This design comes from an exercise in tuning for small area, a short achievable clock period and few clock cycles on the open sky130 flow, not from production work.
Function was checked by simulation only, so behaviour that the tests miss may differ from the original.
No activity file was given, so power comes from the tool's default toggle rates.

<file path="flow/design.v">
module pq_engine (
    input  wire        clk,
    input  wire        rst,
    input  wire        in_valid,
    output wire        in_ready,
    input  wire [63:0] in_data,
    input  wire [1:0]  in_layout,
    input  wire [31:0] in_erase,
    output wire        out_valid,
    input  wire        out_ready,
    output wire [63:0] out_data,
    output wire [4:0]  out_idx,
    output wire        out_last
);
    function [7:0] mul2;             
        input [7:0] a;
        begin
            mul2 = {a[6:0], 1'b0} ^ (a[7] ? 8'h1D : 8'h00);
        end
    endfunction
    function [7:0] div2;             
        input [7:0] a;
        begin
            div2 = {1'b0, a[7:1]} ^ (a[0] ? 8'h8E : 8'h00);
        end
    endfunction
    function [63:0] mul2_word;
        input [63:0] w;
        integer k;
        begin
            for (k = 0; k < 8; k = k + 1)
                mul2_word[8*k +: 8] = mul2(w[8*k +: 8]);
        end
    endfunction
    function [63:0] div2_word;
        input [63:0] w;
        integer k;
        begin
            for (k = 0; k < 8; k = k + 1)
                div2_word[8*k +: 8] = div2(w[8*k +: 8]);
        end
    endfunction
    function [4:0] data_units;
        input [1:0] layout;
        begin
            case (layout)
                2'd0:    data_units = 5'd30;   
                2'd1:    data_units = 5'd14;   
                default: data_units = 5'd6;    
            endcase
        end
    endfunction
    function [7:0] alpha;
        input [4:0] d;
        begin
            case (d)
                5'd1:  alpha = 8'hF4;  5'd2:  alpha = 8'hA7;
                5'd3:  alpha = 8'h9D;  5'd4:  alpha = 8'h72;
                5'd5:  alpha = 8'hED;  5'd6:  alpha = 8'h5F;
                5'd7:  alpha = 8'h54;  5'd8:  alpha = 8'hA0;
                5'd9:  alpha = 8'hA9;  5'd10: alpha = 8'hFB;
                5'd11: alpha = 8'h74;  5'd12: alpha = 8'h85;
                5'd13: alpha = 8'hE4;  5'd14: alpha = 8'hC0;
                5'd15: alpha = 8'h8A;  5'd16: alpha = 8'h67;
                5'd17: alpha = 8'hDC;  5'd18: alpha = 8'h26;
                5'd19: alpha = 8'h63;  5'd20: alpha = 8'hF2;
                5'd21: alpha = 8'hE9;  5'd22: alpha = 8'hB4;
                5'd23: alpha = 8'hD2;  5'd24: alpha = 8'h02;
                5'd25: alpha = 8'h8E;  5'd26: alpha = 8'hBA;
                5'd27: alpha = 8'hAA;  5'd28: alpha = 8'hDE;
                5'd29: alpha = 8'h89;
                default: alpha = 8'h01;
            endcase
        end
    endfunction
    function [4:0] low_index;
        input [31:0] m;
        integer i;
        reg [31:0] below;
        reg [31:0] one;
        begin
            below = 32'd0;
            for (i = 1; i < 32; i = i + 1)
                below[i] = below[i-1] | m[i-1];
            one = m & ~below;
            low_index = 5'd0;
            for (i = 0; i < 32; i = i + 1)
                if (one[i]) low_index = low_index | i[4:0];
        end
    endfunction
    function [4:0] high_index;
        input [31:0] m;
        integer i;
        reg [31:0] above;
        reg [31:0] one;
        begin
            above = 32'd0;
            for (i = 30; i >= 0; i = i - 1)
                above[i] = above[i+1] | m[i+1];
            one = m & ~above;
            high_index = 5'd0;
            for (i = 0; i < 32; i = i + 1)
                if (one[i]) high_index = high_index | i[4:0];
        end
    endfunction
    reg [4:0]  bi;           
    reg [1:0]  lay;          
    reg        f_first;      
    reg        f_data;       
    reg        f_last;       
    reg        f_era;        
    reg [63:0] acc_a;        
    reg [63:0] acc_h;        
    wire [4:0] nd      = data_units(lay);
    reg        ph1;          
    reg [4:0]  ex, ey;       
    reg        qe;           
    reg [7:0]  kq, kh;
    wire [31:0] vmask = (in_layout == 2'd0) ? 32'hFFFF_FFFF :
                        (in_layout == 2'd1) ? 32'h0000_FFFF : 32'h0000_00FF;
    wire [31:0] mv    = in_erase & vmask;
    wire        qe_in = (in_layout == 2'd0) ? in_erase[31] :
                        (in_layout == 2'd1) ? in_erase[15] : in_erase[7];
    wire        two  = (ex != ey);                     
    wire        c_dd = two && (ey < nd);               
    wire        c_dp = (ex < nd) && (ey == nd);        
    wire        c_dq = (ex < nd) && (ey == nd + 5'd1); 
    wire        c_q  = (ex == nd + 5'd1);              
    wire        dd_now = c_dd;
    wire        past_x = ({1'b0, bi} > {1'b0, ex} + 6'd1);
    wire        k_beat = take && (bi[4:1] != 4'd0);
    wire [7:0]  a_tab  = alpha(ey - ex);
    wire [7:0]  a_col  = dd_now ? a_tab : 8'h01;
    reg        o_p0, o_p1;   
    reg        ov;           
    reg [3:0]  mcnt;         
    reg        mac_later;    
    reg        fix;          
    reg [63:0] s_a, s_h, s_q;
    reg [7:0]  s_ka, s_kh, s_kq;
    reg [4:0]  oidx, idx1;
    reg        olast;
    reg [63:0] r;
    reg        rdy;          
    reg        pend;         
    wire busy  = o_p0 || o_p1;
    assign in_ready = rdy;
    wire take  = in_valid && rdy;
    wire start = !busy && ((take && f_last) || pend);
    wire snap  = !busy && (f_last || pend);      
    wire qfree = (mcnt <= 4'd1) && !mac_later;   
    wire era  = f_first ? in_erase[0] : f_era;
    wire ga   = take && !era && !f_last;
    wire clr  = take && f_first;
    wire [63:0] din   = ga ? in_data : 64'd0;   
    assign out_valid = ov;
    assign out_data  = r;
    assign out_idx   = oidx;
    assign out_last  = olast;
    wire [4:0] bn = bi + 5'd1;
    wire       r0a = !(c_dd || c_dp || c_q);      
    wire       give = ov && out_ready;
    wire       mstep = (mcnt != 4'd0) || (give && o_p0 && mac_later);
    wire f_first_n = take ? f_last : f_first;
    wire f_last_n  = take ? (!f_first && (bn == nd + 5'd1)) : f_last;
    wire o_p0_n    = start || (o_p0 && !give);
    wire o_p1_n    = start ? two : (o_p1 && !(give && !o_p0));
    wire mac_go    = give && o_p0 && mac_later;
    wire [3:0] mcnt_n = start ? (r0a ? 4'd0 : 4'd8) :
                        mac_go ? 4'd7 :
                        (mcnt != 4'd0) ? mcnt - 4'd1 : 4'd0;
    wire mac_later_n = start ? (r0a && two) : (mac_later && !(give && o_p0));
    wire busy_n    = o_p0_n || o_p1_n;
    wire pend_n    = busy && ((take && f_last) || pend);
    wire [7:0] ka_col = c_dd ? (a_tab ^ 8'h1C) :
                        c_dp ? 8'h1D :
                        c_dq ? (kq ^ 8'h1D) : 8'h1D;
    always @(posedge clk) begin
        acc_a <= (clr ? 64'd0 : acc_a) ^ din;
        if (take) begin
            if (f_first || f_data)
                acc_h <= div2_word((f_first ? 64'd0 : acc_h) ^ din);
            if (f_first) begin
                lay    <= in_layout;
                ex     <= low_index(mv);
                ey     <= high_index(mv);
                qe     <= qe_in;
                f_era  <= in_erase[1];
                f_data <= 1'b1;
                f_last <= 1'b0;
            end else begin
                f_era  <= (bn == ex) || (bn == ey);
                f_data <= (bn < nd);
                f_last <= (bn == nd + 5'd1);
            end
            f_first <= f_last;
            bi      <= f_last ? 5'd0 : bn;
        end
        ph1 <= take && f_first;
        if (ph1) begin
            kq <= a_col;
            kh <= mul2(a_col);
        end else if (k_beat) begin
            if (!past_x)
                kq <= qe ? mul2(kq) : div2(kq);
            if (!f_last && (qe || past_x))
                kh <= mul2(kh);
        end
        if (snap) begin
            r     <= acc_a;
            s_a   <= acc_a;
            s_h   <= acc_h;
            s_ka  <= ka_col;
            s_kh  <= kh;
            s_kq  <= qe ? 8'h00 : kq;
            oidx  <= ex;
            idx1  <= ey;
            olast <= !two;
            fix   <= c_dd || c_dp;
        end else if (mstep) begin
            r    <= mul2_word(r)
                    ^ (s_ka[7] ? s_a : 64'd0)
                    ^ (s_kh[7] ? s_h : 64'd0)
                    ^ (s_kq[7] ? s_q : 64'd0);
            s_ka <= {s_ka[6:0], 1'b0};
            s_kh <= {s_kh[6:0], 1'b0};
            s_kq <= {s_kq[6:0], 1'b0};
        end else if (give && o_p0 && fix) begin
            r <= r ^ s_a;
        end
        if (mcnt != 4'd0) begin
            mcnt <= mcnt - 4'd1;
            if (mcnt == 4'd1)
                ov <= 1'b1;
        end
        if (give) begin
            if (o_p0) begin
                o_p0  <= 1'b0;
                oidx  <= idx1;
                olast <= 1'b1;
                ov    <= o_p1 && fix;
                if (mac_later) begin
                    mac_later <= 1'b0;
                    mcnt      <= 4'd7;    
                end
            end else begin
                o_p1 <= 1'b0;
                ov   <= 1'b0;
            end
        end
        if (f_last && qfree)
            s_q <= in_data;
        if (start) begin
            o_p0      <= 1'b1;
            o_p1      <= two;
            ov        <= r0a;
            mcnt      <= r0a ? 4'd0 : 4'd8;
            mac_later <= r0a && two;
        end
        pend <= pend_n;
        rdy  <= f_first_n ? !(pend_n && busy_n) :
                f_last_n  ? ((mcnt_n <= 4'd1) && !mac_later_n) : 1'b1;
        if (rst) begin
            rdy       <= 1'b1;
            pend      <= 1'b0;
            bi        <= 5'd0;
            f_first   <= 1'b1;
            f_last    <= 1'b0;
            ph1       <= 1'b0;
            o_p0      <= 1'b0;
            o_p1      <= 1'b0;
            ov        <= 1'b0;
            mcnt      <= 4'd0;
            mac_later <= 1'b0;
        end
    end
endmodule
</file>
<file path="flow/flow/run.sh">
#!/bin/bash
# The standard layout, with a stronger setup repair target.
# Synthesis is the standard flow's own (standard.sh synth), unchanged. The rest of the
# ORFS flow runs with the same settings except SETUP_SLACK_MARGIN, so that
# repair_timing keeps improving paths beyond the 10 ns constraint.
set -euo pipefail
MARGIN=$(cat flow/margin.txt)
bash standard.sh synth > synth.log 2>&1
if grep -q 'SETUP_SLACK_MARGIN=' standard.sh; then
  sed -e "s/SETUP_SLACK_MARGIN=[-0-9.]*/SETUP_SLACK_MARGIN=${MARGIN}/" standard.sh > layout.sh
else
  sed -e "s/\"\${@:-finish}\"/SETUP_SLACK_MARGIN=${MARGIN} \"\${@:-finish}\"/" standard.sh > layout.sh
fi
export BUFFER_PORTS_ARGS="$(cat flow/buffer_ports_args.txt)"
bash layout.sh > layout.log 2>&1
</file>
<file path="flow/flow/buffer_ports_args.txt">
-buffer_cell sky130_fd_sc_hd__buf_1
</file>
<file path="flow/flow/margin.txt">
6.65
</file>
<file path="flow/standard.sh">
#!/bin/bash
# synth_recipe.tcl (not shown) runs the flow's synth.tcl, then flattens the netlist and writes it again
# the make line also repeats each setting of config.mk as NAME=value (left out here)
make -C /OpenROAD-flow-scripts/flow DESIGN_CONFIG=/design/flow/config.mk WORK_HOME=/design/flow/orfs CLKGATE_MAP_FILE= SYNTH_SCRIPT=/design/flow/synth_recipe.tcl "${@:-finish}"
</file>
<file path="flow/config.mk">
export PLATFORM = sky130hd
export DESIGN_NAME = pq_engine
export DESIGN_NICKNAME = pq_engine
export VERILOG_FILES = /design/flow/design.v
export SDC_FILE = /design/flow/constraint.sdc
export NUM_CORES = 4
export LEC_CHECK = 0
export CAP_MARGIN = 20
export CORE_MARGIN = 2
export CORE_UTILIZATION = 65
export CTS_BUF_LIST = sky130_fd_sc_hd__clkbuf_16
export CTS_CLUSTER_DIAMETER = 80
export CTS_CLUSTER_SIZE = 25
export SETUP_SLACK_MARGIN = 5
export SLEW_MARGIN = 20
</file>
<file path="flow/constraint.sdc">
create_clock -name core_clock -period 10.0 [get_ports {clk}]
set_input_delay 2.0000 -clock core_clock [delete_from_list [all_inputs] [get_ports {clk}]]
set_output_delay 2.0000 -clock core_clock [all_outputs]
set_load 0.01 [all_outputs]
</file>
==> results of run 1 <==
[cell families (layout without fill, tap and decap cells)]
group	Yosys count	after routing	share of synthesized area [%]
and+or+nand+nor	751	753	13.6
DFF	469	469	56.6
xor gates and xnor gates	467	467	17.7
AOI/OAI and AO/OA	319	319	8.11
buffers and inverters	140	284	2.38
adders and majority gates	23	23	1.27
muxes	7	7	0.311
[synthesized netlist by cell type, types with 4 or more instances]
library cell,n
xor2_1,184
a31oi_1,10
and2_1,4
mux2i_1,5
a211oi_1,12
o22ai_1,6
o21ai_0,136
ha_1,22
a221oi_1,4
xnor2_1,277
nor2_1,111
nand3b_1,5
nor4_1,6
edfxtp_1,381
a21o_1,5
xnor2_2,4
a21oi_1,92
nand3_1,15
buf_1,12
nand2_1,485
buf_2,9
clkbuf_1,86
o21bai_1,5
o41ai_1,4
nor3_1,19
and3_1,5
nor2b_1,50
nand2b_1,37
dfxtp_1,88
a2111oi_0,4
o31ai_1,4
inv_1,28
[flip-flops by register name, indices dropped and copies added (netlist names), 2 cells and up]
| name | cells |
|---|---|
| ey | 5 |
| s_a | 64 |
| oidx | 5 |
| ex | 5 |
| kq | 8 |
| lay | 2 |
| kh | 8 |
| acc_a | 64 |
| acc_h | 64 |
| r | 64 |
| bi | 5 |
| s_h | 64 |
| s_kq | 8 |
| s_q | 64 |
| idx1 | 5 |
| mcnt | 4 |
| s_kh | 8 |
| s_ka | 8 |
[stage by stage]
stage	worst slack (ns)	instance area, sq um
after CTS	6.50	25900
after detailed placement	5.57	24900
after global routing	6.61	26200
after global placement	5.72	24900
final	6.65	26200
after floorplan	5.99	24000
[worst max-delay path: cells and delay by family]
kind            cells  cell delay (ns)
buf+inv             2             0.73
simple gates        3             0.50
compound gates      1             0.25
[metal layers]
layer / share of wire, % / up-vias / wire [um]
met2: 49 / 504 / 27000
met3: 7.0 / 70 / 3860
li1: - / 7642 / -
met4: 1.5 / 2 / 855
met5: 0.024 / - / 13
met1: 43 / 7847 / 23500
[power groups by stage]
| stage | Clock (mW) | Combinational [mW] | Sequential [mW] |
|---|---|---|---|
| 2_1_floorplan | 0 | 2.04 | 2.94 |
| 3_3_place_gp | 0 | 2.56 | 3.01 |
| 3_5_place_dp | 0 | 2.66 | 3.02 |
| 4_1_cts | 1.14 | 2.78 | 2.94 |
| 5_1_grt | 1.21 | 3.17 | 2.98 |
| 6_report | 1.12 | 2.87 | 2.94 |
[worst min path at each step]
stage                     cells after the start           endpoint                start  slack (ns)
after floorplan                               0   s_h[0]$_DFFE_PP_   acc_h[0]$_DFFE_PP_        0.42
after global placement                        0   s_h[5]$_DFFE_PP_   acc_h[5]$_DFFE_PP_        0.42
after detailed placement                      0  s_h[25]$_DFFE_PP_  acc_h[25]$_DFFE_PP_        0.43
after CTS                                     0  s_h[16]$_DFFE_PP_  acc_h[16]$_DFFE_PP_        0.45
after global routing                          0  s_h[21]$_DFFE_PP_  acc_h[21]$_DFFE_PP_        0.46
final                                         0  s_h[16]$_DFFE_PP_  acc_h[16]$_DFFE_PP_        0.44
[area by class of cell]
class / instances / area, sq um
clock buffer: 25 / 626
clock inverter: 19 / 135
fill: 2520 / 9320
inverter: 29 / 114
multi-input combinational: 1569 / 10400
sequential: 469 / 13200
tap: 461 / 577
timing repair buffer: 211 / 1060
[what timing repair did]
action                                  4_1_cts  5_1_grt
cloned                                        2        4
pin swaps                                     2        6
buffers inserted                             13        3
resized for setup                            22       31
endpoints found under the setup margin      213      238
==> run notes, run 1 <==
initial core utilization=65.8%; number of global-route vias before repair=15969; Setup Total Neg Slack=0 ns; Reg power frac=42.4%; Syn Std Cell Area=0.0233 sq mm; CP arrival=approximately 3.6 ns; P_int=4.31 mW; width of the die=193 um; Area Overhead vs Synth=12.1%; register area share after synthesis=around 57%; Critical Path RT=10.21 ns; largest net degree at the start of global routing=89; final WL=around 55000 um; layout cells sized above 1=under 10%; combinational share of power=slightly above 40%; CP Class=primary input to flop; row cnt=69; Final setup viols=0; First DRT Iteration DRCs=around 1200; Max rail drop VDD=0.219 mV; Post-Syn Instances=between 2000 and 2500; CTS Buf Count=25; power per cell area=~270 mW/mm^2; CTS Sinks=around 470; crit start category=primary input; crit path to=r[21]$_DFFE_PP_; switching share of power=between 30% and 40%; Layout Skew=0.0303 ns; P_leak=slightly above 9 nW; final hold violations=0; antenna violations before repair=1; crit-path max FO=between 50 and 60; H-tree depth=1; Rel. slew slack=between 20 and 30%; clk latency of the worst-skew pair=approximately 0.58 ns; leading cell types by total area after synthesis=edfxtp_1, xnor2_1, nand2_1; GR Util met3=~3.6%; post-synthesis cell type count=a little under 70; final period utilization=between 30% and 40%; worst hold path class=flop to flop; Yosys top cell area share=49.0%; Slew Viols, Final=0; Final ANT Viol Nets=0; Worst R2R Path Depth=9; DR DRC count=0; DR vias/cell=around 5.8; GPL Wtd Cong=0.868; Syn Nets=2301; cts hold-fix bufs=0; TritonRoute pass-1 iters=5; CP startpoint=out_ready; most frequent cells in the layout=nand2_1, edfxtp_1, xnor2_1; commonest non-fill, non-tap cell in the layout=nand2_1; CTS tree=yes; CP Capture Type=flop; Hold Slack=roughly 0.44 ns; syn avg cell area=around 11 sq um; Port-buffer cells=roughly 170; ANT cells=0; reg-to-reg critical path endpoint=mcnt[3]$_SDFF_PP0_; die height=a little under 200 um; flop-to-flop setup slack=a little under 7 ns; met2 Resource Use GR=49.0%; fin crit period=roughly 3.3 ns; nets=approximately 2400; Syn. warnings=1; R2R Path Start=ex[0]$_SDFFCE_PP1P_; Post-synth ARST share=0%; total power=6.93 mW; fin util=roughly three quarters; post-DP HPWL=32600 um; met1 global-route usage=around two fifths; I/O pin count=174; DR WL/cell=around 20 um; Cells after DPL=approximately 2700; Post-synth EDFFs=about 380; Clock Pin Slew Worst Setup and Hold Paths=0.10 ns; Non-Filler Instances=2783; predominant post-synthesis flop cell=edfxtp_1; max cap viols=0; Yosys top cell by area=edfxtp_1; Clk pwr share=between 10% and 20%; CP cell instances=buf_1 > and3_4 > nand2_4 > nand4_1 > a21o_4 > buf_6; Sw Pwr=roughly 2.6 mW; Die ar.=approximately 0.037 sq mm; outcome=finished clean; Vias=approximately 16000; GR peak layer=met2; CP peak stage delay=approximately 0.55 ns; core area=0.0355 sq mm; RSZ-0062 raised after global routing=true; Root Driver=clkbuf_16; CTS max path bufs=3; flip-flop and latch count after synthesis=roughly 470; Slew @ Worst Pin=1.08 ns; GRT Util Overall=around 29%; slowest CP cell=buf_6; FMAX=~300 MHz; GRT overflow=0; first-pass GRT wire length=~86000 um
Testbench counts, summed over its fixed seeds: cycles 42,708.
==> run 2: changes to the inputs <==
==> flow/flow/margin.txt (replaced) <==
6.75
--- a/flow/config.mk
+++ b/flow/config.mk
@@ -8,5 +8,5 @@
 export CAP_MARGIN = 20
 export CORE_MARGIN = 2
-export CORE_UTILIZATION = 65
+export CORE_UTILIZATION = 62
 export CTS_BUF_LIST = sky130_fd_sc_hd__clkbuf_16
 export CTS_CLUSTER_DIAMETER = 80
==> run 2 against run 1 <==
Against the previous run:
- sequential share of layout area is 1.8 points lower
- clock skew is 0.0058 ns lower
- combinational power is 7% higher
- first-iteration DRC count is 12% lower
- register-to-register slack better by 0.11 ns
- critical path depth is 5 lower
==> run notes, run 2 <==
hold path depth=0 (unchanged); Final setup viols=0 (unchanged); GPL Wtd Cong=0.865 (-0.39%); layout cells sized above 1=12.8% (+4.1 points); P_int=4.56 mW (+5.7%); number of global-route vias before repair=15888 (-0.51%); # fillers=2703 (+7.3%); CTS Sinks=469 (unchanged); most frequent cells in the layout=nand2_1, edfxtp_1, xnor2_1; Root Driver=clkbuf_16; antenna violations before repair=4 (+3); Yosys top cell area share=49.0% (unchanged); DR vias/cell=5.63 (-2.5%); Setup Total Neg Slack=0 ns (unchanged); Rel. slew slack=30.3% (+2.0 points); Critical Path RT=8.00 ns (-2.21 ns); CP Capture Type=primary output; leading cell types by total area after synthesis=edfxtp_1, xnor2_1, nand2_1; CTS Buf Count=27 (+8.0%); Syn. warnings=1 (unchanged); First DRT Iteration DRCs=1050 (-12%); DR WL/cell=19.3 um (-2.9%); Layout Skew=0.0246 ns (-0.00578 ns); Worst R2R Path Depth=12 (+3); Sw Pwr=2.68 mW (+2.4%); most common cell in the netlist=nand2_1; GRT overflow=0 (unchanged); instance count on the critical path=1 (-5); die height=198 um (+2.3%); Syn Nets=2301 (unchanged); Slew @ Worst Pin=1.05 ns (-0.0300 ns); width of the die=198 um (+2.3%); slowest CP cell=edfxtp_1; most frequent cells after synthesis=nand2_1, edfxtp_1, xnor2_1; combinational share of power=42.3% (+0.9 points); row cnt=71 (+2.9%); Post-Syn Instances=2176 (unchanged); I/O pin count=174 (unchanged); GRT Util Overall=28.4% (-0.34 points); Yosys top cell by area=edfxtp_1; CTS tree=yes; Setup WS pre-CTS=5.38 ns (-0.197 ns); Syn Std Cell Area=0.0233 sq mm (unchanged); first-pass GRT wire length=86400 um (+0.51%); syn avg cell area=10.7 sq um (unchanged); worst setup margin=6.74 ns (+0.0845 ns); CP peak stage delay=0.50 ns (-0.05 ns); nets=2497 (+2.8%); post-DP HPWL=32200 um (-1.4%); Post-synth EDFFs=381 (unchanged); final hold violations=0 (unchanged); P_leak=9.88 nW (+5.7%); power per cell area=267 mW/mm^2 (+0.67%); Vias=16348 (+1.8%); Slew Viols, Final=0 (unchanged); predominant post-synthesis flop cell=edfxtp_1; cts hold-fix bufs=0 (unchanged); Clk pwr share=17.6% (+1.4 points); outcome=finished clean; CP Buf/Inv Count=1 (-1); CTS max path bufs=3 (unchanged); TritonRoute pass-1 iters=6 (+1); DR DRC count=0 (unchanged); RSZ-0062 raised after global routing=true; core area=0.0374 sq mm (+5.4%); CP top delay family=flip-flops; crit start category=flop; switching share of power=37.1% (-0.75 points); Final ANT Viol Nets=0 (unchanged); Max rail drop VDD=0.168 mV (-23%); final period utilization=32.6% (-0.85 points); Clock Pin Slew Worst Setup and Hold Paths=0.10 ns (about the same); clk latency of the worst-skew pair=0.58 ns (about the same); initial core utilization=62.4% (-3.4 points); final WL=56000 um (+1.4%); Area Overhead vs Synth=16.3%; commonest non-fill, non-tap cell in the layout=nand2_1; worst hold path class=flop to flop; max cap viols=0 (unchanged); Die ar.=0.0392 sq mm (+4.7%); crit-path max FO=2 (-96%); post-synthesis cell type count=68 (unchanged); CP cell instances=clkbuf_2; Post-synth ARST share=0% (unchanged); Port-buffer cells=173 (unchanged); flip-flop and latch count after synthesis=469 (unchanged); CP Class=flop to primary output; Hold Slack=0.441 ns (-0.00132 ns); Reg power frac=40.1% (-2.3 points); FMAX=307 MHz (+2.6%); H-tree depth=1 (unchanged); register area share after synthesis=56.6% (unchanged); CP arrival=1.26 ns (-2.29 ns); largest net degree at the start of global routing=90 (+1.1%); fin crit period=3.26 ns (-0.0845 ns)
-- run 2: what timing repair did --
action,CTS,global route
cloned,5,1
setup endpoints to repair,332,154
gates resized for setup,49,36
buffers inserted,36,45
pin swaps,7,10
-- run 2: layer usage --
layer	vias to the layer above	wire length (um)	GRT usage (%)	part of all wire, %
met1	7930	24300	39.4	43
met5	-	13	0	0.023
met2	545	27100	48.3	48
met3	78	3360	2.64	6.0
met4	2	1180	7.46	2.1
li1	7793	-	-	-
-- run 2: area by class of cell --
class,instances,area [sq um],share of cell area [%]
diodes,4,10.0,0.0369
clock buffers,27,676,2.49
clock inverters,21,248,0.913
inverters,29,114,0.420
multi-input cells,1570,10600,39.2
flip-flops and latches,469,13200,48.7
well taps,511,639,2.36
repair buffers,275,1600,5.91
-- run 2: kinds of logic after synthesis --
| group | synth area share (%) |
|---|---|
| AND/OR/NAND/NOR | 13.6 |
| flip-flops | 56.6 |
| XOR/XNOR | 17.7 |
| AO/OA/AOI/OAI | 8.11 |
| buffers and inverters | 2.38 |
| adder cells (fa/ha/maj) | 1.27 |
| multiplexers | 0.311 |
-- run 2: power groups by stage --
stage	combinational [mW]	sequential (mW)	clock [mW]
2_1_floorplan	2.07	2.94	0
3_3_place_gp	2.56	3.02	0
3_5_place_dp	2.64	3.03	0
4_1_cts	2.96	2.92	1.29
5_1_grt	3.38	2.94	1.35
6_report	3.07	2.90	1.27
-- run 2: path summary, 6_finish.rpt --
| kind | end | startpoint | slack, ns |
|---|---|---|---|
| worst min-delay path | s_h[18]$_DFFE_PP_ | acc_h[18]$_DFFE_PP_ | 0.44 |
| worst min register to register | s_h[18]$_DFFE_PP_ | acc_h[18]$_DFFE_PP_ | 0.44 |
| worst max-delay path | out_data[59] | r[59]$_DFFE_PP_ | 6.74 |
| worst max register to register | kh[2]$_DFFE_PP_ | ey[0]$_SDFFCE_PP1P_ | 6.92 |
-- run 2: through the flow --
step | cells | total power [mW] | utilization, % | instance area (sq um)
2_1_floorplan | 2176 | 5.01 | - | 24200
3_3_place_gp | 2767 | 5.58 | 67.0 | 25000
3_5_place_dp | 2767 | 5.68 | 67.0 | 25000
4_1_cts | 2856 | 7.17 | 71.2 | 26600
5_1_grt | 2905 | 7.68 | 72.6 | 27100
6_report | 2906 | 7.24 | 72.6 | 27100
==> run 3: changes to the inputs <==
==> flow/flow/margin.txt (replaced) <==
6.6
==> run 3 against run 2 <==
Against the previous run:
- still clean on timing, DRC and antenna
- die area unchanged
- area after synthesis unchanged
- non-clock buffer count decreased by 54
- clock power decreased by 11%
- final area decreased by 4.4%
==> run notes, run 3 <==
Slew @ Worst Pin=1.02 ns (-0.0237 ns); DR vias/cell=5.59 (-0.55%); register area share after synthesis=56.6% (unchanged); DR WL/cell=19.4 um (+0.81%); instance count on the critical path=1 (unchanged); P_leak=9.12 nW (-7.7%); leading cell types by total area after synthesis=edfxtp_1, xnor2_1, nand2_1; number of global-route vias before repair=15358 (-3.3%); nets=2439 (-2.3%); outcome=finished clean; core area=0.0374 sq mm (unchanged); Syn Std Cell Area=0.0233 sq mm (unchanged); crit start category=flop; predominant post-synthesis flop cell=edfxtp_1; GPL Wtd Cong=0.871 (+0.73%); CP cell instances=buf_1; flip-flop and latch count after synthesis=469 (unchanged); fin crit period=3.35 ns (+0.0880 ns); row cnt=71 (unchanged); H-tree depth=1 (unchanged); slowest CP cell=edfxtp_1; Setup Total Neg Slack=0 ns (unchanged); CP Capture Type=primary output; Die ar.=0.0392 sq mm (unchanged); most frequent cells in the layout=nand2_1, edfxtp_1, xnor2_1; commonest non-fill, non-tap cell in the layout=nand2_1; final hold violations=0 (unchanged); GRT Util Overall=27.2% (-1.2 points); FMAX=299 MHz (-2.6%); CTS tree=yes; Syn. warnings=1 (unchanged); Post-synth ARST share=0% (unchanged); final period utilization=33.5% (+0.88 points); Root Driver=clkbuf_16; cts hold-fix bufs=0 (unchanged); crit-path max FO=6 (+4); # fillers=2829 (+4.7%); CP Buf/Inv Count=1 (unchanged); Slew Viols, Final=0 (unchanged); Worst R2R Path Depth=10 (-2); CP peak stage delay=0.60 ns (+0.10 ns); Post-Syn Instances=2176 (unchanged); worst hold path class=flop to flop; Final ANT Viol Nets=0 (unchanged); RSZ-0062 raised after global routing=false; First DRT Iteration DRCs=1182 (+13%); hold path depth=0 (unchanged); Max rail drop VDD=0.169 mV (+0.94%); GRT overflow=0 (unchanged); max cap viols=0 (unchanged); post-DP HPWL=32300 um (+0.27%); Layout Skew=0.0341 ns (+0.00956 ns); Hold Slack=0.450 ns (+0.00885 ns); antenna violations before repair=5 (+1); TritonRoute pass-1 iters=6 (unchanged); syn avg cell area=10.7 sq um (unchanged); most common cell in the netlist=nand2_1; width of the die=198 um (unchanged); Clock Pin Slew Worst Setup and Hold Paths=0.10 ns (about the same); CP arrival=1.35 ns (+0.09 ns); Vias=15911 (-2.7%); Yosys top cell by area=edfxtp_1; Syn Nets=2301 (unchanged); most frequent cells after synthesis=nand2_1, edfxtp_1, xnor2_1; CP top delay family=flip-flops; final WL=55200 um (-1.3%); clk latency of the worst-skew pair=0.58 ns (about the same); CTS max path bufs=3 (unchanged); Post-synth EDFFs=381 (unchanged); die height=198 um (unchanged); Rel. slew slack=31.8% (+1.6 points); CTS Buf Count=24 (-11%); Final setup viols=0 (unchanged); post-synthesis cell type count=68 (unchanged); largest net degree at the start of global routing=96 (+6.7%); DR DRC count=0 (unchanged); CP Class=flop to primary output; layout cells sized above 1=6.78% (-6.0 points); CTS Sinks=469 (unchanged); Port-buffer cells=173 (unchanged); Critical Path RT=8.00 ns (about the same); Area Overhead vs Synth=11.2%; I/O pin count=174 (unchanged); first-pass GRT wire length=82700 um (-4.3%); initial core utilization=62.4% (unchanged); power per cell area=267 mW/mm^2 (about the same); Yosys top cell area share=49.0% (unchanged)
[run 3: cell count changes in the layout (fill, tap and decap cells not counted), moves of 5 or more]
cell / previous run / this run
buf_1: 161 / 170
buf_2: 7 / 1
buf_4: 90 / 34
inv_6: 5 / 0
nand2_1: 424 / 472
nand2_4: 57 / 9
xnor2_1: 257 / 263
[run 3: final timing paths]
kind,startpoint,end,slack [ns]
max,r[7]$_DFFE_PP_,out_data[7],6.65
min,acc_h[29]$_DFFE_PP_,s_h[29]$_DFFE_PP_,0.45
max reg2reg,ex[1]$_SDFFCE_PP1P_,kh[3]$_DFFE_PP_,6.67
min reg2reg,acc_h[29]$_DFFE_PP_,s_h[29]$_DFFE_PP_,0.45
[run 3: cell families (layout without fill, tap and decap cells)]
logic type                 after synthesis  count (layout)  share of synthesized area (%)
buffers and inverters                  140             291                           2.38
AOI/OAI and AO/OA                      319             320                           8.11
adders and majority gates               23              23                           1.27
and+or+nand+nor                        751             752                           13.6
xor gates and xnor gates               467             467                           17.7
muxes                                    7               7                          0.311
other                                    0               4                              0
DFF                                    469             469                           56.6
[run 3: cell type report]
type                       count  area, sq um  share of cell area (%)
sequential                   469        13200                    50.9
multi-input combinational   1569        10000                    38.7
timing repair buffer         221         1180                    4.55
tap                          511          639                    2.46
clock buffer                  24          601                    2.31
clock inverter                17          159                   0.612
inverter                      29          120                   0.463
antenna                        4         10.0                  0.0386
[run 3: power by group]
| part | switching, mW | leakage, nW | internal, mW | total (mW) |
|---|---|---|---|---|
| logic | 1.67 | 4.40 | 1.20 | 2.87 |
| clock network | 0.626 | 0.394 | 0.502 | 1.13 |
| registers | 0.282 | 4.32 | 2.64 | 2.93 |
| total | 2.58 | 9.12 | 4.35 | 6.93 |
[run 3: repair_timing]
action | in CTS | in global routing
buffers inserted | 7 | 18
cloned | 2 | 5
pin swaps | 1 | 8
endpoints found under the hold margin | 0 | 0
resized for setup | 32 | 24
endpoints found under the setup margin | 230 | 232
[run 3: stage by stage]
stage	worst slack (ns)	cells	power, mW	utilization (%)	area [sq um]
2_1_floorplan	5.99	2176	4.96	-	23600
3_3_place_gp	5.37	2767	5.56	65.7	24600
3_5_place_dp	5.24	2767	5.65	65.7	24600
4_1_cts	6.60	2817	6.84	68.4	25600
5_1_grt	6.56	2842	7.35	69.4	26000
6_report	6.65	2844	6.93	69.4	26000
[run 3: routing by layer]
| layer | vias to the layer above | global-route usage (%) | share of wire (%) | wire length [um] |
|---|---|---|---|---|
| met3 | 75 | 2.90 | 6.6 | 3620 |
| li1 | 7651 | - | - | - |
| met2 | 503 | 46.8 | 49 | 26900 |
| met5 | - | 0 | 0.045 | 25 |
| met4 | 4 | 6.93 | 2.2 | 1240 |
| met1 | 7678 | 37.1 | 42 | 23400 |
==> run 4: changes to the inputs <==
==> flow/flow/margin.txt (replaced) <==
6.7
==> run 4 against run 3 <==
Against the previous run:
- hold slack got worse by 0.0030 ns
- sequential power is essentially flat
- via count is 1.2% higher
- clock power is 6% higher
- non-clock buffer count is 1 lower
- power up 1.9%
- fmax up 2.4%
- die area is the same
- critical path type unchanged
- critical endpoint is now out_data[59]
- largest power group unchanged
- highest routed layer unchanged
==> run notes, run 4 <==
Post-synth EDFFs=381 (unchanged); GRT overflow=0 (unchanged); most frequent cells in the layout=nand2_1, edfxtp_1, xnor2_1; CTS Sinks=469 (unchanged); most common cell in the netlist=nand2_1; worst hold path class=flop to flop; Sequential Area=0.0132 sq mm (about the same); instance count on the critical path=1 (unchanged); total power=7.06 mW (+1.9%); crit start category=flop; slowest CP cell=edfxtp_1; Syn Std Cell Area=0.0233 sq mm (unchanged); hold path depth=0 (unchanged); core area=0.0374 sq mm (unchanged); DR DRC count=0 (unchanged); Slew Viols, Final=0 (unchanged); register area share after synthesis=56.6% (unchanged); CP top delay family=flip-flops; number of global-route vias before repair=15605 (+1.6%); final hold violations=0 (unchanged); Yosys top cell area share=49.0% (unchanged); Clock Pin Slew Worst Setup and Hold Paths=0.10 ns (about the same); DR vias/cell=5.66 (+1.1%); largest net degree at the start of global routing=95 (-1.0%); commonest non-fill, non-tap cell in the layout=nand2_1; layout cells sized above 1=9.76% (+3.0 points); row cnt=71 (unchanged); Slew @ Worst Pin=1.10 ns (+0.0819 ns); width of the die=198 um (unchanged); CP Capture Type=primary output; CP peak stage delay=0.52 ns (-0.08 ns); First DRT Iteration DRCs=1191 (+0.76%); Setup Total Neg Slack=0 ns (unchanged); CTS tree=yes; die height=198 um (unchanged); RSZ-0062 raised after global routing=true; initial core utilization=62.4% (unchanged); CP arrival=1.27 ns (-0.08 ns); GPL Wtd Cong=0.868 (-0.28%); most frequent cells after synthesis=nand2_1, edfxtp_1, xnor2_1; CP Buf/Inv Count=1 (unchanged); Layout Skew=0.0291 ns (-0.00500 ns); DR WL/cell=19.5 um (+0.30%); final WL=55400 um (+0.41%); antenna violations before repair=4 (-1); Die ar.=0.0392 sq mm (unchanged); H-tree depth=1 (unchanged); predominant post-synthesis flop cell=edfxtp_1; nets=2441 (+0.082%); final period utilization=32.7% (-0.77 points); cts hold-fix bufs=0 (unchanged); Critical Path RT=8.00 ns (about the same); Port-buffer cells=173 (unchanged); crit-path max FO=3 (-3); outcome=finished clean; Final setup viols=0 (unchanged); Worst R2R Path Depth=10 (unchanged); CTS Buf Count=25 (+4.2%); Max rail drop VDD=0.146 mV (-14%); Yosys top cell by area=edfxtp_1; CTS max path bufs=3 (unchanged); Multi-input gate area=0.0106 sq mm (+5.4%); I/O pin count=174 (unchanged); max cap viols=0 (unchanged); fin crit period=3.27 ns (-0.0774 ns); post-DP HPWL=32300 um (about the same); CP cell instances=buf_1; # fillers=2795 (-1.2%); Post-synth ARST share=0% (unchanged); leading cell types by total area after synthesis=edfxtp_1, xnor2_1, nand2_1; Vias=16106 (+1.2%); Final ANT Viol Nets=0 (unchanged); GRT Util Overall=28.0% (+0.85 points); clk latency of the worst-skew pair=0.58 ns (about the same); Area Overhead vs Synth=13.8%; Root Driver=clkbuf_16; power per cell area=266 mW/mm^2 (-0.38%); Syn. warnings=1 (unchanged); FMAX=306 MHz (+2.4%); CP Class=flop to primary output; TritonRoute pass-1 iters=5 (-1); Syn Nets=2301 (unchanged); first-pass GRT wire length=85600 um (+3.5%); syn avg cell area=10.7 sq um (unchanged); flip-flop and latch count after synthesis=469 (unchanged); post-synthesis cell type count=68 (unchanged); Rel. slew slack=26.4% (-5.5 points); Post-Syn Instances=2176 (unchanged); P_leak=9.53 nW (+4.6%)
## run 4: final cells by class
class	instances	share of cell area (%)
flip-flops and latches	469	49.7
multi-input cells	1571	39.8
repair buffers	220	4.37
clock buffers	26	2.45
well taps	511	2.41
clock inverters	20	0.745
inverters	29	0.429
diodes	1	0.00943
## run 4: kinds of logic (layout without fill, tap and decap cells)
kind of cell / count (synthesis) / in the layout / share of synthesized area, %
simple gates: 751 / 754 / 13.6
xor+xnor: 467 / 468 / 17.7
compound gates: 319 / 319 / 8.11
flops: 469 / 469 / 56.6
other cells: 0 / 1 / 0
fa+ha+maj: 23 / 23 / 1.27
buf+inv: 140 / 295 / 2.38
mux: 7 / 7 / 0.311
## run 4: power breakdown
group / internal (mW) / switching (mW)
Clock: 0.543 / 0.653
Sequential: 2.65 / 0.287
Combinational: 1.23 / 1.70
Total: 4.42 / 2.64
## run 4: what timing repair did
action,CTS,global route
endpoints found under the setup margin,206,134
gates resized for setup,31,29
buffers inserted,17,10
pin swaps,4,4
cloned,6,3
## run 4: per-layer routing
layer	global-route usage [%]	part of all wire, %
met1	39.5	44
met2	47.6	49
met3	3.30	6.4
met4	4.93	1.4
met5	0	0.076
## run 4: stage by stage
stage	util [%]	setup WS (ns)	hold slack, ns	area (sq um)	instances
2_1_floorplan	-	5.99	0.418	24100	2176
3_3_place_gp	66.9	5.71	0.423	25000	2764
3_5_place_dp	66.9	5.58	0.424	25000	2764
4_1_cts	70.2	6.65	0.447	26200	2833
5_1_grt	71.0	6.67	0.455	26600	2847
6_report	71.0	6.73	0.447	26600	2847
## run 4: path summary, 6_finish.rpt
check                                    startpoint                 to  slack [ns]
worst max-delay path                r[59]$_DFFE_PP_       out_data[59]        6.73
worst min-delay path            acc_h[13]$_DFFE_PP_  s_h[13]$_DFFE_PP_        0.45
worst max register to register  ex[1]$_SDFFCE_PP1P_    kh[3]$_DFFE_PP_        6.85
worst min register to register  acc_h[13]$_DFFE_PP_  s_h[13]$_DFFE_PP_        0.45
==> run 5: changes to the inputs <==
--- a/flow/config.mk
+++ b/flow/config.mk
@@ -8,5 +8,5 @@
 export CAP_MARGIN = 20
 export CORE_MARGIN = 2
-export CORE_UTILIZATION = 62
+export CORE_UTILIZATION = 63
 export CTS_BUF_LIST = sky130_fd_sc_hd__clkbuf_16
 export CTS_CLUSTER_DIAMETER = 80
==> run 5 against run 4 <==
Against the previous run:
- utilization increased by 1.3 points
- final area is 0.52% lower
- sequential share of layout area grew 0.26 points
- via count is 0.11% higher
- wire length is 0.96% higher
- clock-buffer cell count is 1 lower
- synthesized cell count stayed put
- first-iteration DRC count is 2.9% lower
- die area down 1.6%
- critical path depth unchanged
- largest power group unchanged
- highest routed layer unchanged
==> run notes, run 5 <==
outcome=finished clean; flip-flop and latch count after synthesis=469 (unchanged); final hold violations=0 (unchanged); First DRT Iteration DRCs=1156 (-2.9%); worst hold path class=flop to flop; crit-path max FO=3 (unchanged); fin crit period=3.27 ns (+0.000400 ns); layout cells sized above 1=9.78% (+0.013 points); H-tree depth=1 (unchanged); Slew Viols, Final=0 (unchanged); Syn Std Cell Area=0.0233 sq mm (unchanged); worst setup margin=6.73 ns (-0.000400 ns); CP Buf/Inv Count=1 (unchanged); CP cell instances=buf_1; CTS tree=yes; Port-buffer cells=173 (unchanged); max cap viols=0 (unchanged); Layout Skew=0.0218 ns (-0.00735 ns); Critical Path RT=8.00 ns (about the same); CTS Sinks=469 (unchanged); final WL=56000 um (+0.96%); CTS Buf Count=25 (unchanged); Sequential Area=0.0132 sq mm (about the same); final period utilization=32.7% (about the same); die height=196 um (-0.78%); RSZ-0062 raised after global routing=true; Post-Syn Instances=2176 (unchanged); worst hold start=acc_h[14]$_DFFE_PP_; FMAX=306 MHz (about the same); predominant post-synthesis flop cell=edfxtp_1; CP peak stage delay=0.53 ns (about the same); commonest non-fill, non-tap cell in the layout=nand2_1; Yosys top cell area share=49.0% (unchanged); Area Overhead vs Synth=13.2%; Final ANT Viol Nets=0 (unchanged); total power=7.02 mW (-0.60%); post-DP HPWL=31800 um (-1.4%); Vias=16123 (+0.11%); nets=2440 (-0.041%); leading cell types by total area after synthesis=edfxtp_1, xnor2_1, nand2_1; syn avg cell area=10.7 sq um (unchanged); core area=0.0365 sq mm (-2.3%); register area share after synthesis=56.6% (unchanged); most frequent cells in the layout=nand2_1, edfxtp_1, xnor2_1; Post-synth ARST share=0% (unchanged); first-pass GRT wire length=83800 um (-2.1%); CP Capture Type=primary output; initial core utilization=63.9% (+1.5 points); crit start category=flop; TritonRoute pass-1 iters=7 (+2); Rel. slew slack=30.4% (+4.0 points); width of the die=196 um (-0.78%); CTS max path bufs=3 (unchanged); power per cell area=266 mW/mm^2 (about the same); GRT overflow=0 (unchanged); Clock Pin Slew Worst Setup and Hold Paths=0.10 ns (about the same); Setup WS pre-CTS=5.62 ns (+0.0322 ns); row cnt=70 (-1.4%); GPL Wtd Cong=0.868 (unchanged); Non-Filler Instances=2800 (-1.7%); DR DRC count=0 (unchanged); CP top delay family=flip-flops; CP Class=flop to primary output; Syn Nets=2301 (unchanged); dpl cell area=0.0250 sq mm (-0.21%); Final setup viols=0 (unchanged); cts hold-fix bufs=0 (unchanged); Max rail drop VDD=0.173 mV (+19%); number of global-route vias before repair=15387 (-1.4%); Yosys top cell by area=edfxtp_1; antenna violations before repair=3 (-1); # fillers=2699 (-3.4%); slowest CP cell=edfxtp_1; most frequent cells after synthesis=nand2_1, edfxtp_1, xnor2_1; post-synthesis cell type count=68 (unchanged); DR WL/cell=20.0 um (+2.7%); CP arrival=1.27 ns (about the same); Syn. warnings=1 (unchanged); Die ar.=0.0386 sq mm (-1.6%); Root Driver=clkbuf_16; CP startpoint=r[43]$_DFFE_PP_; Multi-input gate area=0.0106 sq mm (-0.15%); GRT Util Overall=27.6% (-0.39 points); I/O pin count=174 (unchanged); ANT cells=0 (-1); clk latency of the worst-skew pair=0.57 ns (about the same); DR vias/cell=5.76 (+1.8%); R2R Path Start=ex[2]$_SDFFCE_PP1P_; Final Instance Area=0.0264 sq mm (-0.52%); largest net degree at the start of global routing=127 (+34%); P_leak=9.48 nW (-0.53%); Slew @ Worst Pin=1.04 ns (-0.0604 ns); Cells after DPL=2721 (-1.6%); Setup Total Neg Slack=0 ns (unchanged); most common cell in the netlist=nand2_1; Post-synth EDFFs=381 (unchanged)
## run 5: cell counts after synthesis
No cell type changed its count.
## run 5: report_power, final
| part | switching [mW] | internal, mW | total (mW) |
|---|---|---|---|
| Sequential | 0.300 | 2.65 | 2.95 |
| Clock | 0.650 | 0.502 | 1.15 |
| Combinational | 1.71 | 1.21 | 2.92 |
## run 5: layout make-up
cell class | instances | area share, %
clock buffers | 25 | 2.37
clock inverters | 19 | 0.602
inverters | 29 | 0.459
multi-input cells | 1570 | 40.0
flip-flops and latches | 469 | 50.0
well taps | 468 | 2.22
repair buffers | 220 | 4.35
## run 5: what timing repair did
| action | in CTS | in global routing |
|---|---|---|
| buffers inserted | 13 | 14 |
| endpoints found under the setup margin | 176 | 223 |
| gates cloned | 2 | 6 |
| gates resized for setup | 26 | 36 |
| pin swaps | 4 | 10 |
## run 5: cell families after synthesis
logic type	count (synthesis)	synth area share, %
buf+inv	140	2.38
flops	469	56.6
simple gates	751	13.6
fa+ha+maj	23	1.27
compound gates	319	8.11
mux	7	0.311
xor+xnor	467	17.7
## run 5: through the flow
stage | util (%) | hold slack, ns
floorplan | - | 0.418
finish | 72.3 | 0.449
CTS | 71.2 | 0.449
detailed placement | 68.4 | 0.425
global placement | 68.4 | 0.422
global route | 72.3 | 0.467
## run 5: final timing paths
kind	slack (ns)	to	depth (start not counted)
setup reg to reg	6.89	kh[3]$_DFFE_PP_	9
setup / recovery	6.73	out_data[43]	1
hold reg to reg	0.45	s_h[14]$_DFFE_PP_	0
hold / removal	0.45	s_h[14]$_DFFE_PP_	0
## run 5: routing by layer
| metal | wire [um] | track usage [%] | up-vias |
|---|---|---|---|
| met1 | 23800 | 38.5 | 7848 |
| met4 | 1030 | 5.25 | 6 |
| li1 | - | - | 7652 |
| met2 | 27100 | 47.4 | 535 |
| met5 | 36 | 0 | - |
| met3 | 4010 | 3.30 | 82 |
==> run 6: changes to the inputs <==
--- a/flow/config.mk
+++ b/flow/config.mk
@@ -8,5 +8,5 @@
 export CAP_MARGIN = 20
 export CORE_MARGIN = 2
-export CORE_UTILIZATION = 63
+export CORE_UTILIZATION = 61
 export CTS_BUF_LIST = sky130_fd_sc_hd__clkbuf_16
 export CTS_CLUSTER_DIAMETER = 80
==> run 6 against run 5 <==
Against the previous run:
- utilization shrank 2.5 points
- clock-buffer cell count grew 1
- non-clock buffer count shrank 12
- sequential share of layout area grew 0.18 points
- cell count grew 1.2%
- die area grew 3.2%
- clock skew is essentially flat
- final area shrank 0.37%
- wire length shrank 2.3%
- via count shrank 0.60%
- register-to-register slack lost 0.09 ns
- combinational power shrank 2%
==> run notes, run 6 <==
DR WL/cell=19.3 um (-3.5%); max cap viols=0 (unchanged); WHS Endpoint=s_h[21]$_DFFE_PP_; combinational share of power=41.3% (-0.3 points); Reg power frac=42.3% (+0.3 points); Syn Nets=2301 (unchanged); Final setup viols=0 (unchanged); CP Class=flop to primary output; slowest CP cell=edfxtp_1; Max rail drop VDD=0.161 mV (-7.0%); Critical Path RT=8.00 ns (about the same); power per cell area=263 mW/mm^2 (-0.94%); Syn Std Cell Area=0.0233 sq mm (unchanged); most common cell in the netlist=nand2_1; # fillers=2870 (+6.3%); row cnt=71 (+1.4%); TritonRoute pass-1 iters=5 (-2); hold path depth=0 (unchanged); register area share after synthesis=56.6% (unchanged); Rel. slew slack=32.4% (+2.0 points); GRT Util Overall=27.3% (-0.32 points); Die ar.=0.0398 sq mm (+3.2%); antenna violations before repair=3 (unchanged); commonest non-fill, non-tap cell in the layout=nand2_1; flop-to-flop setup slack=6.80 ns (-0.09 ns); CTS Sinks=469 (unchanged); Yosys top cell by area=edfxtp_1; final hold violations=0 (unchanged); DR vias/cell=5.66 (-1.8%); I/O pin count=174 (unchanged); largest net degree at the start of global routing=145 (+14%); GRT overflow=0 (unchanged); P_leak=9.42 nW (-0.68%); Worst R2R Path Depth=12 (+3); R2R Path Start=ey[0]$_SDFFCE_PP1P_; core area=0.0377 sq mm (+3.1%); most frequent cells after synthesis=nand2_1, edfxtp_1, xnor2_1; Clk pwr share=16.5% (about the same); Layout Skew=0.0213 ns (-0.000474 ns); total power=6.92 mW (-1.3%); CP arrival=1.26 ns (about the same); fin crit period=3.26 ns (-0.0111 ns); syn avg cell area=10.7 sq um (unchanged); worst setup margin=6.74 ns (+0.0111 ns); CP Buf/Inv Count=1 (unchanged); CP peak stage delay=0.37 ns (-0.16 ns); width of the die=200 um (+1.6%); leading cell types by total area after synthesis=edfxtp_1, xnor2_1, nand2_1; Area Overhead vs Synth=12.8%; instance count on the critical path=1 (unchanged); Post-synth EDFFs=381 (unchanged); Clock Pin Slew Worst Setup and Hold Paths=0.10 ns (about the same); GPL Wtd Cong=0.876 (+0.85%); clk latency of the worst-skew pair=0.56 ns (about the same); CTS max path bufs=3 (unchanged); layout cells sized above 1=9.09% (-0.68 points); Post-Syn Instances=2176 (unchanged); reg-to-reg critical path endpoint=kh[2]$_DFFE_PP_; CTS Buf Count=24 (-4.0%); H-tree depth=1 (unchanged); post-DP HPWL=32200 um (+1.1%); first-pass GRT wire length=84600 um (+1.0%); Slew @ Worst Pin=1.01 ns (-0.0303 ns); outcome=finished clean; crit start category=flop; number of global-route vias before repair=15606 (+1.4%); worst hold start=acc_h[21]$_DFFE_PP_; CP Capture Type=primary output; crit-path max FO=2 (-1); predominant post-synthesis flop cell=edfxtp_1; CTS tree=yes; Syn. warnings=1 (unchanged); CP top delay family=flip-flops; P_int=4.34 mW (-0.51%); Post-synth ARST share=0% (unchanged); post-synthesis cell type count=68 (unchanged); most frequent cells in the layout=nand2_1, edfxtp_1, xnor2_1; Final ANT Viol Nets=0 (unchanged); worst hold path class=flop to flop; flip-flop and latch count after synthesis=469 (unchanged); DR DRC count=0 (unchanged); RSZ-0062 raised after global routing=true; die height=200 um (+1.6%); Vias=16027 (-0.60%); final period utilization=32.6% (-0.11 points); Slew Viols, Final=0 (unchanged); Yosys top cell area share=49.0% (unchanged); CP cell instances=buf_1; Setup WS pre-CTS=5.64 ns (+0.0249 ns); switching share of power=37.3% (-0.50 points); initial core utilization=62.0% (-1.9 points); First DRT Iteration DRCs=1115 (-3.5%); final WL=54700 um (-2.3%); FMAX=307 MHz (+0.34%); Port-buffer cells=173 (unchanged); Root Driver=clkbuf_16; Setup Total Neg Slack=0 ns (unchanged); nets=2427 (-0.53%); Sw Pwr=2.59 mW (-2.6%)
run 6: cell counts after synthesis:
Identical to the previous run, type by type.
run 6: power groups by stage:
stage | registers (mW) | logic, mW | clock network, mW
floorplan | 2.94 | 2.06 | 0
global placement | 3.01 | 2.59 | 0
detailed placement | 3.02 | 2.67 | 0
CTS | 2.93 | 2.83 | 1.16
global route | 2.97 | 3.18 | 1.22
finish | 2.93 | 2.86 | 1.14
run 6: cell type report:
type                    instances  area, sq um  area share (%)
clock buffers                  26          651            2.47
diodes                          3         7.51          0.0285
inverters                      29          116           0.442
repair buffers                208         1020            3.87
clock inverters                18          130           0.494
multi-input cells            1570        10500            40.1
well taps                     511          639            2.43
flip-flops and latches        469        13200            50.2
run 6: per-stage QoR:
stage	cells	utilization, %	hold WS, ns	area, sq um
floorplan	2176	-	0.418	24100
global placement	2762	66.4	0.425	25000
detailed placement	2762	66.4	0.423	25000
CTS	2826	69.3	0.446	26100
global route	2832	69.9	0.443	26300
finish	2834	69.9	0.441	26300
run 6: timing repair:
item                       CTS  global route
cloned                       4             2
setup endpoints to repair  119           225
hold endpoints to repair     0             0
hold buffers                 0             0
gates resized for setup     24            28
pin swaps                    1             3
buffers inserted            16             3
run 6: logic make-up (layout without fill, tap and decap cells):
| kind of cell | after synthesis | count (layout) | share of synthesized area (%) |
|---|---|---|---|
| other cells | 0 | 3 | 0 |
| buf+inv | 140 | 281 | 2.38 |
| compound gates | 319 | 320 | 8.11 |
| xor+xnor | 467 | 467 | 17.7 |
| mux | 7 | 7 | 0.311 |
| fa+ha+maj | 23 | 23 | 1.27 |
| flops | 469 | 469 | 56.6 |
| simple gates | 751 | 753 | 13.6 |
run 6: worst max path at each step:
stage	startpoint	end	slack, ns
floorplan	out_ready	r[0]$_DFFE_PP_	5.99
global placement	in_valid	acc_h[35]$_DFFE_PP_	5.74
detailed placement	out_ready	r[14]$_DFFE_PP_	5.64
CTS	in_valid	acc_h[30]$_DFFE_PP_	6.61
global route	ex[1]$_SDFFCE_PP1P_	kq[0]$_DFFE_PP_	6.65
finish	r[63]$_DFFE_PP_	out_data[63]	6.74
run 6: routing by layer:
layer / vias to the layer above / part of all wire (%) / track usage [%]
li1: 7651 / - / -
met1: 7835 / 44 / 38.0
met2: 475 / 48 / 46.3
met3: 66 / 6.1 / 2.94
met4: 0 / 1.9 / 6.28
met5: - / 0 / 0
==> run 7: changes to the inputs <==
==> flow/flow/margin.txt (replaced) <==
6.6
--- a/flow/config.mk
+++ b/flow/config.mk
@@ -8,8 +8,8 @@
 export CAP_MARGIN = 20
 export CORE_MARGIN = 2
-export CORE_UTILIZATION = 61
-export CTS_BUF_LIST = sky130_fd_sc_hd__clkbuf_16
-export CTS_CLUSTER_DIAMETER = 80
-export CTS_CLUSTER_SIZE = 25
+export CORE_UTILIZATION = 64
+export CTS_BUF_LIST = sky130_fd_sc_hd__clkbuf_8
+export CTS_CLUSTER_DIAMETER = 60
+export CTS_CLUSTER_SIZE = 18
 export SETUP_SLACK_MARGIN = 5
 export SLEW_MARGIN = 20
==> run 7 against run 6 <==
Against the previous run:
- critical path depth grew 7
- synthesized cell count unchanged
- global-route usage is 0.56 points higher
- cell count down 1.4%
- final area fell by 3.0%
- clock-buffer cell count is 11 higher
- sequential share of layout area up 1.6 points
- critical path type is now primary input to flop
- largest cell class unchanged
==> run notes, run 7 <==
Post-Syn Instances=2176 (unchanged); post-synthesis cell type count=68 (unchanged); CP Class=primary input to flop; CP Buf/Inv Count=1 (unchanged); antenna violations before repair=0 (-3); Layout Skew=0.0356 ns (+0.0143 ns); H-tree depth=2 (+1); Clock Pin Slew Worst Setup and Hold Paths=0.10 ns (about the same); P_leak=8.93 nW (-5.2%); CTS tree=yes; Post-synth ARST share=0% (unchanged); commonest non-fill, non-tap cell in the layout=nand2_1; I/O pin count=174 (unchanged); fin crit period=3.44 ns (+0.183 ns); number of global-route vias before repair=15683 (+0.49%); crit-path max FO=12 (+10); final period utilization=34.4% (+1.8 points); Post-synth EDFFs=381 (unchanged); worst hold path class=flop to flop; DR DRC count=0 (unchanged); Yosys top cell by area=edfxtp_1; leading cell types by total area after synthesis=edfxtp_1, xnor2_1, nand2_1; most frequent cells after synthesis=nand2_1, edfxtp_1, xnor2_1; initial core utilization=65.3% (+3.3 points); most frequent cells in the layout=nand2_1, edfxtp_1, xnor2_1; first-pass GRT wire length=83500 um (-1.4%); CP cell instances=buf_2 > or2_4 > a21oi_4 > o22ai_1 > nor2_1 > o21ai_0 > a311oi_1 > o22ai_1; flip-flop and latch count after synthesis=469 (unchanged); CP arrival=3.74 ns (+2.48 ns); cts hold-fix bufs=0 (unchanged); register area share after synthesis=56.6% (unchanged); slowest CP cell=a311oi_1; final WL=53400 um (-2.2%); Yosys top cell area share=49.0% (unchanged); Syn Std Cell Area=0.0233 sq mm (unchanged); most common cell in the netlist=nand2_1; post-DP HPWL=32700 um (+1.6%); First DRT Iteration DRCs=1237 (+11%); nets=2436 (+0.37%); core area=0.0357 sq mm (-5.1%); CTS Sinks=469 (unchanged); Die ar.=0.0380 sq mm (-4.6%); Syn Nets=2301 (unchanged); Critical Path RT=10.30 ns (+2.30 ns); ANT cells=0 (-3); FMAX=290 MHz (-5.3%); CP top delay family=compound AO/OA/AOI/OAI gates; Area Overhead vs Synth=9.36%; Vias=15886 (-0.88%); crit start category=primary input; Hold Slack=0.448 ns (+0.00649 ns); cell repeated most along the worst path=o22ai_1; Max rail drop VDD=0.197 mV (+22%); CP Capture Type=flop; layout cells sized above 1=6.69% (-2.4 points); fin util=71.4% (+1.5 points); final hold violations=0 (unchanged); clk latency of the worst-skew pair=0.59 ns (+0.03 ns); Root Driver=clkbuf_8; outcome=finished clean; Port-buffer cells=173 (unchanged); CP peak stage delay=0.46 ns (+0.09 ns); Cells after DPL=2717 (-1.6%); GRT overflow=0 (unchanged); Final setup viols=0 (unchanged); GPL Wtd Cong=0.951 (+8.6%); max cap viols=0 (unchanged); Slew @ Worst Pin=1.08 ns (+0.0619 ns); DR WL/cell=19.1 um (-0.80%); Syn. warnings=1 (unchanged); width of the die=195 um (-2.3%); Setup Total Neg Slack=0 ns (unchanged); RSZ-0062 raised after global routing=true; Slew Viols, Final=0 (unchanged); TritonRoute pass-1 iters=5 (unchanged); largest net degree at the start of global routing=130 (-10%); CTS Buf Count=35 (+46%); row cnt=69 (-2.8%); GRT Util Overall=27.9% (+0.56 points); CTS max path bufs=3 (unchanged); DR vias/cell=5.69 (+0.58%); predominant post-synthesis flop cell=edfxtp_1; Non-Filler Instances=2793 (-1.4%); # fillers=2656 (-7.5%); Final ANT Viol Nets=0 (unchanged); Rel. slew slack=28.3% (-4.1 points); die height=195 um (-2.3%); syn avg cell area=10.7 sq um (unchanged); power per cell area=262 mW/mm^2 (-0.49%)
[run 7: cell counts after synthesis]
No cell type changed its count.
[run 7: cells by family after synthesis]
family / synth area share [%]
compound gates: 8.11
xor+xnor: 17.7
fa+ha+maj: 1.27
buf+inv: 2.38
flops: 56.6
mux: 0.311
simple gates: 13.6
[run 7: per-stage QoR]
step	power (mW)	setup slack (ns)	instance area (sq um)
final	6.68	6.56	25500
after global routing	7.11	6.51	25500
after CTS	6.67	6.61	25400
after detailed placement	5.64	5.34	24500
after global placement	5.56	5.40	24500
after floorplan	4.96	5.99	23600
[run 7: final timing paths]
path / start / endpoint / slack (ns) / cells after the start
max: in_layout[1] / ey[0]$_SDFFCE_PP1P_ / 6.56 / 8
min: acc_h[0]$_DFFE_PP_ / s_h[0]$_DFFE_PP_ / 0.45 / 0
max reg2reg: ex[2]$_SDFFCE_PP1P_ / kq[4]$_DFFE_PP_ / 6.81 / 9
min reg2reg: acc_h[0]$_DFFE_PP_ / s_h[0]$_DFFE_PP_ / 0.45 / 0
[run 7: metal layers]
metal	GRT usage (%)	part of all wire (%)	vias up
met5	0	0	-
met4	9.19	2.5	0
met3	3.09	5.4	80
met2	47.1	49	489
met1	38.0	43	7677
li1	-	-	7640
[run 7: report_power, final]
part	switching (mW)	internal, mW
Combinational	1.61	1.16
Clock	0.631	0.357
Sequential	0.283	2.65
[run 7: what timing repair did]
action,in CTS,in global routing
setup buffers,9,6
endpoints found under the hold margin,0,0
cloned,2,1
pin swaps,2,1
gates resized for setup,22,18
endpoints found under the setup margin,232,132
[run 7: layout make-up]
cell class	instances	area, sq um	area share (%)
Sequential cell	469	13200	51.7
Clock inverter	21	128	0.500
Multi-Input combinational cell	1569	10000	39.2
Timing Repair Buffer	207	975	3.82
Tap cell	461	577	2.26
Clock buffer	37	509	2.00
Inverter	29	120	0.471

-- re-timing with driven ports --
Ports are ideal in the flow. The routed layouts listed here were re-timed in OpenROAD.
Step 1 assumes that a clkbuf_16 drives the clock port and a buf_2 every other input.
Step 2 times the ports against the registers' clock, not the clock port: input delays grow and output delays shrink by t, the midpoint of the rising clock arrivals with the driver on.
Slacks: ideal ports / drivers / drivers and shift; pairs: ideal ports / drivers.
run | shift t [ns] | slack for setup (ns) | worst hold slack (ns) | worst slew at a driven data input, ns
run 1 | 0.623 | 6.655 / 6.662 / 6.068 | 0.442 / 0.442 / 0.442 | 0.09
run 2 | 0.622 | 6.739 / 6.685 / 6.182 | 0.441 / 0.441 / 0.441 | 0.12
run 3 | 0.617 | 6.651 / 6.594 / 6.068 | 0.450 / 0.450 / 0.450 | 0.11
run 4 | 0.621 | 6.729 / 6.672 / 6.203 | 0.447 / 0.447 / 0.447 | 0.09
run 5 | 0.619 | 6.728 / 6.674 / 6.161 | 0.449 / 0.449 / 0.449 | 0.08
run 6 | 0.609 | 6.739 / 6.683 / 6.162 | 0.441 / 0.441 / 0.441 | 0.10
run 7 | 0.628 | 6.556 / 6.589 / 5.961 | 0.448 / 0.448 / 0.448 | 0.09
After both steps setup and hold are still met in every run listed. The setup slack of run 7, which loses most, moves by +0.033 ns with the drivers and by -0.595 ns with both steps.
